Context: an optimization exercise on an open-source flow, tuned for a short achievable clock period and few clock cycles per item. The choices shown serve that exercise and are no tape-out recipe. Function was checked by simulation only, so behaviour that the tests miss may differ from the original. Power figures rest on the tool's default switching activity, not on a simulated workload.

==> flow/design.v (excerpt) <==
module filt_chain (
    input  wire        clk,
    input  wire        rst,
    input  wire        restart,
    input  wire [1:0]  cfg_nstage,    
    input  wire [43:0] cfg_len,       
    input  wire [43:0] cfg_dec,       
    input  wire [19:0] cfg_shift,     
    input  wire        cfg_trunc,     
    input  wire        in_valid,
    output wire        in_ready,
    input  wire [31:0] in_data,
    input  wire        in_missing,
    input  wire        in_invalid,
    input  wire        in_simulated,
    output reg         out_valid,
    output reg  [31:0] out_data,
    output reg         out_sat,
    output reg         out_missing,
    output reg         out_invalid,
    output reg         out_simulated,
    output wire        mem_rd_en,
    output wire [11:0] mem_rd_addr,
    input  wire [35:0] mem_rd_data,
    output wire        mem_wr_en,
    output wire [11:0] mem_wr_addr,
    output wire [35:0] mem_wr_data
);
    wire rs_in = rst | restart;
    reg  rs_q;
    always @(posedge clk) rs_q <= rs_in;
    reg [1:0]  nst_q;
    reg [10:0] len_q [0:3];
    reg [10:0] lm1_q [0:3];
    reg [10:0] rm1_q [0:3];
  ...
==> flow/config.mk <==
export PLATFORM = sky130hd
export DESIGN_NAME = filt_chain
export DESIGN_NICKNAME = filt_chain
export VERILOG_FILES = /design/flow/design.v
export SDC_FILE = /design/flow/constraint.sdc
export NUM_CORES = 4
export LEC_CHECK = 0
export CAP_MARGIN = 20
export CORE_MARGIN = 2
export CORE_UTILIZATION = 60
export PLACE_DENSITY = 0.7
export SLEW_MARGIN = 20
==> flow/constraint.sdc <==
create_clock -name core_clock -period 13.0 [get_ports {clk}]
set_input_delay 2.6000 -clock core_clock [delete_from_list [all_inputs] [get_ports {clk}]]
set_output_delay 2.6000 -clock core_clock [all_outputs]
set_load 0.01 [all_outputs]
standard.sh (not shown) runs the stock make flow with config.mk's settings and CLKGATE_MAP_FILE= SYNTH_SCRIPT=/design/flow/synth_recipe.tcl, a recipe that flattens the netlist after the stock synthesis.
==> flow/flow/run.sh <==
#!/bin/bash
set -uo pipefail
RES=orfs/results/${FLOW_PLATFORM}/filt_chain/base
KNOBS="SETUP_SLACK_MARGIN=9.0 TNS_END_PERCENT=20 MATCH_CELL_FOOTPRINT=0"

antennas() {
    printf 'read_db %s\nputs "ANTENNAS [check_antennas]"\n' "$RES/6_final.odb" > check_antennas.tcl
    openroad -no_init -exit check_antennas.tcl > "check_antennas_$1.log" 2>&1
    sed -n 's/^ANTENNAS \([0-9]*\)$/\1/p' "check_antennas_$1.log" | tail -1
}

bash standard.sh $KNOBS finish > standard_flow_1.log 2>&1
n=$(antennas 1)
if [[ "$n" != "0" ]]; then
    mv orfs orfs_try1
    rm -f out/final.def
    bash standard.sh $KNOBS PLACE_DENSITY=0.72 finish > standard_flow_2.log 2>&1
fi
test -f out/final.def
The baseline went through all stages and came out clean.
Testbench counts at the start, summed over its fixed seeds: cycles 119,947, items 118,615.
Rerun with:
--- a/flow/design.v
+++ b/flow/design.v
@@ -33,61 +33,56 @@
             if (kill) age[q] <= 11'h400;
             else if (v0) age[q] <= an;
     end endgenerate
     always @(posedge clk)
         if (kill) fill <= 11'd0;
         else if (v0 && init0) fill <= fill + 11'd1;
     reg        v1, v2, v3, v4;
     reg [31:0] x1, x2;
     reg [3:0]  fw1, fw2, fw3, fw4;
     reg [3:0]  tg1, tg2, tg3, tg4;
     reg        init1, init2;
-    reg [31:0] tap, tap1;
+    reg [31:0] tap1, tap2;
     generate if (FLOP) begin : g_win
         reg [127:0]       sel;       
         reg [128*32-1:0]  sr;
         integer j;
         always @(posedge clk) begin
             for (j = 0; j < 128; j = j + 1)
                 sel[j] <= (lm1[6:0] == j);
             if (v0) begin
                 for (j = 0; j < 127; j = j + 1)
                     sr[j*32 +: 32] <= sel[j] ? x0 : sr[(j+1)*32 +: 32];
                 sr[127*32 +: 32] <= x0;
             end
-        end
-        always @(*) tap = sr[31:0];
-        always @(posedge clk) tap1 <= tap;
+            tap1 <= sr[31:0];
+            tap2 <= tap1;
+        end
     end else begin : g_nowin
-        always @(*) tap = 32'd0;
-        always @(posedge clk) tap1 <= 32'd0;
+        always @(posedge clk) begin
+            tap1 <= 32'd0;
+            tap2 <= 32'd0;
+        end
     end endgenerate
     always @(posedge clk) begin
         v1 <= v0 & ~kill;
-        v2 <= v1 & ~kill & mm;
+        v2 <= v1 & ~kill;
         x1 <= x0;  fw1 <= fw;  tg1 <= tg0;  init1 <= init0;
         x2 <= x1;  fw2 <= fw1; tg2 <= tg1;  init2 <= init1;
     end
-    wire [31:0] old_m = init2 ? 32'd0 : rd_data[31:0];     
-    wire [32:0] d_m   = {x2[31], x2} - {old_m[31], old_m};
-    wire [31:0] old_f = init1 ? 32'd0 : tap1;              
-    wire [32:0] d_f   = {x1[31], x1} - {old_f[31], old_f};
+    wire [31:0] old = init2 ? 32'd0 : (mm ? rd_data[31:0] : tap2);
+    wire [32:0] d   = {x2[31], x2} - {old[31], old};
     reg [32:0] d3;
     always @(posedge clk) begin
-        if (mm) begin
-            v3 <= v2 & ~kill;
-            d3 <= d_m;  fw3 <= fw2;  tg3 <= tg2;
-        end else begin
-            v3 <= v1 & ~kill;
-            d3 <= d_f;  fw3 <= fw1;  tg3 <= tg1;
-        end
+        v3  <= v2 & ~kill;
+        d3  <= d;  fw3 <= fw2;  tg3 <= tg2;
     end
     reg signed [43:0] acc;        
     always @(posedge clk) begin
         v4  <= v3 & ~kill;
         tg4 <= tg3;  fw4 <= fw3;
         if (kill)
             acc <= rnd;
         else if (v3)
             acc <= acc + {{11{d3[32]}}, d3};
     end
     wire signed [43:0] s = acc >>> sh;
@@ -174,37 +169,33 @@
     always @(posedge clk) begin
         if (accept) begin
             pc[0] <= o[0] ? 11'd0 : pce0 + 11'd1;
             pc[1] <= o[0] ? (o[1] ? 11'd0 : pce1 + 11'd1) : pce1;
             pc[2] <= o[1] ? (o[2] ? 11'd0 : pce2 + 11'd1) : pce2;
             pc[3] <= o[2] ? (o[3] ? 11'd0 : pce3 + 11'd1) : pce3;
         end else if (rs_q) begin
             pc[0] <= 11'd0; pc[1] <= 11'd0; pc[2] <= 11'd0; pc[3] <= 11'd0;
         end
     end
     always @(posedge clk) in_ready_q <= in_ready_q2 | rs_in;
-    wire [15:0] pos3 = mm_q[1] ? 16'h0400 : 16'h0200;
-    wire [15:0] pos4 = (mm_q[1] & mm_q[2]) ? 16'h8000
-                     : (mm_q[1] | mm_q[2]) ? 16'h4000 : 16'h2000;
     reg [15:0] rsv1, rsv2, rsv3;
     wire [15:0] busy = rsv1 | rsv2 | rsv3;
     always @(posedge clk) begin
         if (rs_in) begin
             rsv1 <= 16'd0; rsv2 <= 16'd0; rsv3 <= 16'd0;
             in_ready_q2 <= 1'b1;
         end else begin
             rsv1 <= {1'b0, rsv1[15:1]} | {10'd0, accept & o[0] & mm_q[1], 5'd0};
-            rsv2 <= {1'b0, rsv2[15:1]} | ({16{accept & o[1] & mm_q[2]}} & pos3);
-            rsv3 <= {1'b0, rsv3[15:1]} | ({16{accept & o[2] & mm_q[3]}} & pos4);
-            in_ready_q2 <= ~(busy[3] | (mm_q[1] & busy[8])
-                             | (mm_q[2] & (mm_q[1] ? busy[13] : busy[12])));
+            rsv2 <= {1'b0, rsv2[15:1]} | {5'd0, accept & o[1] & mm_q[2], 10'd0};
+            rsv3 <= {1'b0, rsv3[15:1]} | {accept & o[2] & mm_q[3], 15'd0};
+            in_ready_q2 <= ~(busy[3] | (mm_q[1] & busy[8]) | (mm_q[2] & busy[13]));
         end
     end
     reg        v0_1;
     reg [31:0] x0_1;
     reg [3:0]  f0_1, tg0_1;
     always @(posedge clk) begin
         v0_1  <= accept;
         x0_1  <= in_data;
         f0_1  <= {in_simulated, in_invalid, in_missing, 1'b0};
         tg0_1 <= o;
     end
What happened: Global-route usage decreases by 1.2 points. Utilization goes up by 0.18 points. Die area goes down by about 0.6%. Final cell count goes down by 1.3%. Wire length fell by about 4.5%. Critical path depth went down by 16. Final area came out lower by about 0.6%. Worst setup slack improves by 160 ps. Sequential share of layout area goes up by 0.62 points. Non-clock buffer count went down by 24. Fmax came out higher by about 4%. Total power shrinks by about 2.2%. Area after synthesis drops by about 0.64%.
Testbench counts after the change, summed over its fixed seeds: cycles 120,088, items 118,615.

-- static timing again, ports no longer ideal --
How much do the figures lean on ideal ports? The routed layouts below were timed once more, with nothing changed but the port constraints. Step 1, drivers: a clkbuf_16 drives clk and a buf_2 each remaining input, both assumed. Step 2 times the ports against the registers' clock, not the clock port: input delays grow and output delays shrink by t, the midpoint of the rising clock arrivals with the driver on. Slacks: ideal ports / drivers / drivers and shift; pairs: ideal ports / drivers.
| run | shift t [ns] | setup WS [ns] | worst slew at a driven data input, ns |
|---|---|---|---|
| the first run | 1.401 | 8.482 / 8.390 / 7.203 | 0.64 |
| the second run | 1.387 | 8.647 / 8.487 / 7.378 | 0.32 |
After both steps every run listed still meets setup and hold. The setup slack of the first run, which loses most, moves by -0.092 ns with the drivers and by -1.279 ns with both steps.
